Background: an optimization exercise with open tools, aiming at small area, a short achievable clock period and few clock cycles. Do not read the settings as production practice. Power and IR drop assume default switching activity.

==> module vbc_block_decoder, before the edit <==
module vbc_block_decoder (
    input  wire        clk,
    input  wire        rst,           
    input  wire        in_valid,
    output wire        in_ready,
    input  wire [31:0] in_data,       
    input  wire [4:0]  in_w,          
    output reg         out_valid,
    output wire [15:0] out_sample,    
    output reg         out_last       
);
    reg [31:0] wd0, wd1;
    reg        wv0, wv1;
    reg [4:0]  ptr;
    reg [4:0]  w_in;          
    assign in_ready = !wv1;
    wire accept = in_valid && !wv1;
    reg        hdr;           
    reg        raw;
    reg [1:0]  pred;
    reg [4:0]  w;
    reg [17:0] a;
    reg [7:0]  idx;           
    reg [15:0] u2;
    reg        v2;
    reg [15:0] hist [0:15];   
    assign out_sample = hist[0];
    wire [15:0] wmask = 16'hFFFF >> (5'd16 - w);
    reg [3:0] k;
    integer j;
    always @(*) begin
        k = 4'd0;
        for (j = 1; j < 16; j = j + 1)
            if (j < w && (a >> (j + 2)) != 18'd0) k = j;
    end
    wire [15:0] kmask = ~(16'hFFFF << k);
    wire [63:0] win = {wd1, wd0};
    wire [31:0] S   = win >> ptr;
    reg  [4:0]  q;
    integer m;
    always @(*) begin
        q = 5'd16;
        for (m = 15; m >= 0; m = m - 1)
            if (!S[m]) q = m;
    end
    wire esc = q[4];
    wire [31:0] Sr = S >> (q[3:0] + 5'd1);
    reg  [15:0] u;
    reg  [5:0]  need;
    always @(*) begin
        if (raw) begin
            u    = S[15:0] & wmask;
            need = {1'b0, w};
        end else if (esc) begin
            u    = S[31:16] & wmask;
            need = 6'd16 + {1'b0, w};
        end else begin
            u    = ({12'd0, q[3:0]} << k) | (Sr[15:0] & kmask);
            need = {2'b0, q[3:0]} + 6'd1 + {2'b0, k};
        end
    end
    wire [5:0]  end_pos = {1'b0, ptr} + need;
    wire        strad   = end_pos > 6'd32;
    wire        go      = !hdr && wv0 && (wv1 || !strad);
    wire        last    = (idx == 8'd255);
    wire        pop1    = hdr ? wv0 : (go && (end_pos[5] || last));
    wire        pop2    = go && last && strad;
    wire [17:0] a_n     = a - {2'b0, a[17:2]} + {2'b0, u};
    always @(posedge clk) begin
        if (rst) begin
            wv0 <= 1'b0;
            wv1 <= 1'b0;
            ptr <= 5'd0;
            hdr <= 1'b1;
            idx <= 8'd0;
            v2  <= 1'b0;
            out_valid <= 1'b0;
        end else begin
            if (pop2) begin
                wv0 <= 1'b0;
                wv1 <= 1'b0;
            end else if (pop1) begin
                wd0 <= wv1 ? wd1 : in_data;
                wv0 <= wv1 | accept;
                wv1 <= 1'b0;
            end else if (accept) begin
                if (wv0) begin
                    wd1 <= in_data;
                    wv1 <= 1'b1;
                end else begin
                    wd0 <= in_data;
                    wv0 <= 1'b1;
                end
            end
            if (accept) w_in <= in_w;
            if (hdr) begin
                if (wv0) begin
                    hdr  <= 1'b0;
                    w    <= w_in;
                    pred <= wd0[1:0];
                    raw  <= wd0[6];
                    a    <= 18'd4 << wd0[5:2];
                end
            end else if (go) begin
                ptr <= last ? 5'd0 : end_pos[4:0];
                idx <= idx + 8'd1;
                if (last) hdr <= 1'b1;
                if (!raw) a <= a_n;
            end
            u2 <= u;
            v2 <= go;
            out_valid <= v2;
            out_last  <= (idx == 8'd0);
        end
    end
    wire        first = (idx == 8'd1);
    wire        x0    = (idx[3:0] == 4'd1);
    wire        y0    = (idx[7:4] == 4'd0 && idx[3:0] != 4'd0) || (idx == 8'd16);
    reg  [15:0] p;
    always @(*) begin
        if (first || pred == 2'd0 || raw) p = 16'd0;
        else if (pred == 2'd1)            p = x0 ? hist[15] : hist[0];
        else                              p = y0 ? hist[0] : hist[15];
    end
    wire [15:0] r = raw ? u2 : ({1'b0, u2[15:1]} ^ {16{u2[0]}});
    wire [15:0] s = (p + r) & wmask;
    integer h;
    always @(posedge clk) begin
        if (v2) begin
            hist[0] <= s;
            for (h = 1; h < 16; h = h + 1) hist[h] <= hist[h-1];
        end
    end
endmodule
Settings: LEC_CHECK=0, CAP_MARGIN=20, CORE_MARGIN=2, CORE_UTILIZATION=40, SLEW_MARGIN=20; clock period 10.0 ns.
run.sh (not shown) runs the stock make flow with config.mk's settings and CLKGATE_MAP_FILE= SYNTH_SCRIPT=/design/flow/synth_recipe.tcl, a recipe that flattens the netlist after the stock synthesis.
Next try:
--- a/flow/design.v
+++ b/flow/design.v
@@ -19,13 +19,16 @@
     reg        raw;
     reg [1:0]  pred;
     reg [4:0]  w;
-    reg [17:0] a;
+    reg [17:0] ab;            
+    reg        ua;
     reg [7:0]  idx;           
-    reg [15:0] u2;
+    reg [3:0]  idle;          
+    reg [16:0] u2;            
     reg        v2;
-    reg [15:0] hist [0:15];   
+    reg [15:0] hist [0:15];
     assign out_sample = hist[0];
     wire [15:0] wmask = 16'hFFFF >> (5'd16 - w);
+    wire [17:0] a = ab + (ua ? {2'b0, u2[15:0]} : 18'd0);
     reg [3:0] k;
     integer j;
     always @(*) begin
@@ -45,27 +48,28 @@
     end
     wire esc = q[4];
     wire [31:0] Sr = S >> (q[3:0] + 5'd1);
-    reg  [15:0] u;
+    reg  [16:0] u;
     reg  [5:0]  need;
     always @(*) begin
         if (raw) begin
-            u    = S[15:0] & wmask;
+            u    = {S[15:0] & wmask, 1'b0};
             need = {1'b0, w};
         end else if (esc) begin
-            u    = S[31:16] & wmask;
+            u    = {1'b0, S[31:16] & wmask};
             need = 6'd16 + {1'b0, w};
         end else begin
-            u    = ({12'd0, q[3:0]} << k) | (Sr[15:0] & kmask);
+            u    = ({13'd0, q[3:0]} << k) | {1'b0, Sr[15:0] & kmask};
             need = {2'b0, q[3:0]} + 6'd1 + {2'b0, k};
         end
     end
     wire [5:0]  end_pos = {1'b0, ptr} + need;
     wire        strad   = end_pos > 6'd32;
-    wire        go      = !hdr && wv0 && (wv1 || !strad);
+    wire        go      = !hdr && wv0 && (wv1 || !strad) && (idx == 8'd0 || idle == 4'd0);
     wire        last    = (idx == 8'd255);
     wire        pop1    = hdr ? wv0 : (go && (end_pos[5] || last));
     wire        pop2    = go && last && strad;
-    wire [17:0] a_n     = a - {2'b0, a[17:2]} + {2'b0, u};
+    wire        upd     = go && !raw;
+    wire [17:0] ab_n    = a - (upd ? {2'b0, a[17:2]} : 18'd0);
     always @(posedge clk) begin
         if (rst) begin
             wv0 <= 1'b0;
@@ -92,26 +96,32 @@
                     wv0 <= 1'b1;
                 end
             end
-            if (accept) w_in <= in_w;
             if (hdr) begin
                 if (wv0) begin
                     hdr  <= 1'b0;
                     w    <= w_in;
                     pred <= wd0[1:0];
                     raw  <= wd0[6];
-                    a    <= 18'd4 << wd0[5:2];
                 end
             end else if (go) begin
                 ptr <= last ? 5'd0 : end_pos[4:0];
                 idx <= idx + 8'd1;
                 if (last) hdr <= 1'b1;
-                if (!raw) a <= a_n;
             end
-            u2 <= u;
             v2 <= go;
             out_valid <= v2;
-            out_last  <= (idx == 8'd0);
         end
+        if (accept) w_in <= in_w;
+        if (hdr) begin
+            ab <= 18'd4 << wd0[5:2];
+            ua <= 1'b0;
+        end else begin
+            ab <= ab_n;
+            ua <= upd;
+        end
+        idle     <= go ? 4'd0 : idle + 4'd1;
+        u2       <= u;
+        out_last <= (idx == 8'd0);
     end
     wire        first = (idx == 8'd1);
     wire        x0    = (idx[3:0] == 4'd1);
@@ -122,13 +132,11 @@
         else if (pred == 2'd1)            p = x0 ? hist[15] : hist[0];
         else                              p = y0 ? hist[0] : hist[15];
     end
-    wire [15:0] r = raw ? u2 : ({1'b0, u2[15:1]} ^ {16{u2[0]}});
+    wire [15:0] r = u2[16:1] ^ {16{u2[0]}};
     wire [15:0] s = (p + r) & wmask;
     integer h;
     always @(posedge clk) begin
-        if (v2) begin
-            hist[0] <= s;
-            for (h = 1; h < 16; h = h + 1) hist[h] <= hist[h-1];
-        end
+        hist[0] <= v2 ? s : hist[15];
+        for (h = 1; h < 16; h = h + 1) hist[h] <= hist[h-1];
     end
 endmodule
What happened:
- The new run finished with timing, DRC and antenna clean
- power went up by about 14%
- combinational power is higher by 71%
- global-route usage goes down by 1.2 points
- via count came out lower by 2.4%
- die area came out lower by about 9%
- sequential share of layout area drops by 8.0 points
- synthesized area decreases by about 9%
- critical path depth increases by 16
- setup slack loses 0.45 ns
- final area went down by 7.9%
- sequential cell count increases by 6
Function was not checked in any run of this note: the RTL went through the layout flow alone.

## re-timing with driven ports
Ports are ideal in the flow. The routed layouts listed here were re-timed in OpenROAD. Step 1 (the two cells are an assumption about what drives the block):
set clk [get_ports {clk}]
set_driving_cell -lib_cell sky130_fd_sc_hd__clkbuf_16 $clk
set_driving_cell -lib_cell sky130_fd_sc_hd__buf_2 [delete_from_list [all_inputs] $clk]
Step 2, shift: input delay + t, output delay - t, t = (earliest + latest rising clock arrival at the registers) / 2. This alone moves slack from input paths to output paths. Slacks: no drivers / after step 1 / after step 2; pairs: no drivers / after step 1.
| run | t (ns) | setup slack, ns | hold WS [ns] | slew at the worst register clock pin (ns) | pins driven straight from the clock port |
|---|---|---|---|---|---|
| the first run | 0.634 | 1.056 / 1.056 / 1.056 | 0.394 / 0.394 / 0.394 | 0.06 / 0.06 | 1 |
| the second run | 0.635 | 0.606 / 0.606 / 0.606 | 0.319 / 0.319 / 0.319 | 0.07 / 0.07 | 1 |
After both steps setup and hold are still met in every run listed.
